Context: an optimization exercise on an open-source flow, tuned for small area. The choices shown serve that exercise and are no tape-out recipe. The RTL was checked by simulation tests, not by an equivalence proof against the original design. No activity file was given, so power comes from the tool's default toggle rates.

## v6
==> flow/design.v (excerpt) <==
module bp_exec (
    input  wire         clk,
    input  wire         rst,           
    input  wire         in_valid,
    input  wire [127:0] in_insn,
    input  wire [15:0]  in_opa,        
    input  wire [15:0]  in_opb,        
    input  wire [15:0]  in_opc,        
    input  wire [15:0]  in_opd,        
    output reg          out_valid,
    output reg          out_we,        
    output reg  [15:0]  out_data,
    output reg          out_ext,       
    output reg          out_lat3,      
    output reg          out_heavy,     
    output reg          out_illegal,   
    output reg          out_format,    
    output reg          out_tap,       
    output reg          out_chk,       
    output reg  [3:0]   out_rd,        
    output reg  [3:0]   out_rdbit      
);
Size: roughly 2,000 cells after synthesis, roughly 67 flip-flops, roughly 0.015 mm2 of cells after synthesis.
export LEC_CHECK = 0
export CAP_MARGIN = 20
export CORE_MARGIN = 2
export CORE_UTILIZATION = 40
export CTS_BUF_LIST = sky130_fd_sc_hd__clkbuf_4
export GPL_TIMING_DRIVEN = 0
export SLEW_MARGIN = 20
create_clock -name core_clock -period 18.0 [get_ports {clk}]
standard.sh (not shown) runs the stock make flow with config.mk's settings and CLKGATE_MAP_FILE= SYNTH_SCRIPT=/design/flow/synth_recipe.tcl, a recipe that flattens the netlist after the stock synthesis.
==> flow/flow/run.sh <==
#!/bin/bash
# Own layout flow: the standard ORFS flow (standard.sh) with
#  - synthesis by flow/synth.tcl (standard synthesis, area-oriented mapping),
#  - port buffers of the smallest buffer cell (every port still buffered).
# The whole make output goes to flow_make.log; ORFS's per-step logs stay in
# orfs/logs.
set -euo pipefail
W=$(pwd)
bash standard.sh "SYNTH_SCRIPT=$W/flow/synth.tcl" \
    "BUFFER_PORTS_ARGS=-buffer_cell sky130_fd_sc_hd__buf_1" \
    finish > "$W/flow_make.log" 2>&1
==> flow/flow/area.abc <==
strash
&get -n
&deepsyn -T 60 -t
&put
dch -f
amap -F 2 -A 8
topo
==> flow/flow/synth.tcl <==
set my_dir [file dirname [file normalize [info script]]]
proc synth {args} { yosys synth -nofsm -noshare -noabc {*}$args }
proc extract_fa {args} { yosys extract_fa -fa {*}$args }
proc abc {args} {
  global my_dir
  set i [lsearch -exact $args -script]
  if {$i >= 0} { set args [lreplace $args [expr {$i+1}] [expr {$i+1}] $my_dir/area.abc] }
  yosys abc {*}$args
}
source $::env(SCRIPTS_DIR)/synth.tcl
# left out here: clear keep_hierarchy, flatten, clean up, hide names made inside functions, write 1_2_yosys.v
Changes in v7 relative to v6:
Settings: a deleted CTS_BUF_LIST that had been sky130_fd_sc_hd__clkbuf_4.
### Flow results
- v7: total power 3.8% above v6
- Compared v6 against v7; fmax within noise.
- Relative to v6, the smallest setup slack after layout of v7 is higher by 0.017 ns.
- Compared with v6, in v7 clock-buffer cell count now larger, time the final worst path needs with I/O delays and setup now smaller.
- Total detailed-routing wirelength delta (v7 -> v6): insignificant
- Power share of the combinational group for v7: 3.0 points down relative to v6
- Net switching fraction of the power: v7 lower than v6
- v7 vs v6: portion of total power attributed to the clock network up in v7

========
P:
bp_exec, a different RTL version from the one above (not shown whole).
For scale: roughly 67 flip-flops, ~230 I/O pins, ~0.015 mm2 of cells after synthesis.
export LEC_CHECK = 0
export CAP_MARGIN = 20
export CORE_MARGIN = 2
export CORE_UTILIZATION = 50
export CTS_BUF_LIST = sky130_fd_sc_hd__clkbuf_4
export GPL_TIMING_DRIVEN = 0
export SETUP_SLACK_MARGIN = 0.3
export SLEW_MARGIN = 20
create_clock -name core_clock -period 18.0 [get_ports {clk}]
==> flow/flow/area.abc <==
strash
&get -n
&deepsyn -T 60 -t
&put
dch -f
amap -F 4 -A 16 -E 0.0001
strash
&get -n
&deepsyn -T 60 -t -S 7
&put
dch -f
amap -F 4 -A 16 -E 0.0001
strash
&get -n
&deepsyn -T 60 -t -S 13
&put
dch -f
amap -F 4 -A 16 -E 0.0001
topo
Scripts as last shown in full above: flow/flow/run.sh, flow/flow/synth.tcl
> inputs changed (P -> Q)
- CORE_UTILIZATION changed from 50 to 40
==> flow/flow/area.abc <==
strash
&get -n
&deepsyn -T 60 -t
&put
dch -f
amap -F 2 -A 8
strash
&get -n
&deepsyn -T 60 -t -S 7
&put
dch -f
amap -F 2 -A 8
topo
==> comparison <==
- As far as fraction of area in registers is concerned, Q and P perform about the same.
- Changes observed in Q relative to P: via count decreased by about 2.7% relative to the old numbers; footprint of the multi-input gates decreased by about 0.37% relative to the old numbers; final global-route overflow total closely matched the old numbers.
- On internal power summed over all cells: Q sits below P.
- Q ends up with lower utilization of the core after routing than P does.
- No run among Q and P stopped early or left any final violation; all are clean.
- [Q vs P] share of the clock period used by the worst path after layout: lower in Q
- | worst hold slack | lower: Q |

==> static timing again, ports no longer ideal <==
The flow's constraints put no driver on any port. The routed layouts listed below were extracted and timed again, unchanged, in two steps.
Step 1 sets driving cells, clkbuf_16 on the clock port and buf_2 on the other inputs (assumed; they add their load-dependent delay and slew).
Step 2 moves the port delays by t, midway between the first and last clock arrival at a register: inputs arrive t later, outputs are due t later. That takes back most of the time a late clock gives input paths.
a / b / c = ideal / step 1 / step 2; a / b = the first two.
run | t (ns) | setup slack, ns | latest minus earliest clock arrival (ns)
v6 | 0.428 | 0.453 / 0.447 / 0.018 | 0.013 / 0.013
v7 | 0.362 | 0.470 / 0.469 / 0.107 | 0.007 / 0.006
P | 0.485 | 0.363 / 0.364 / -0.121 | 0.014 / 0.014
Q | 0.427 | 0.429 / 0.428 / 0.001 | 0.007 / 0.008
Met with ideal ports but missed after step 2: setup timing in P. The setup slack of P, which loses most, moves by +0.001 ns with the drivers and by -0.484 ns with both steps.
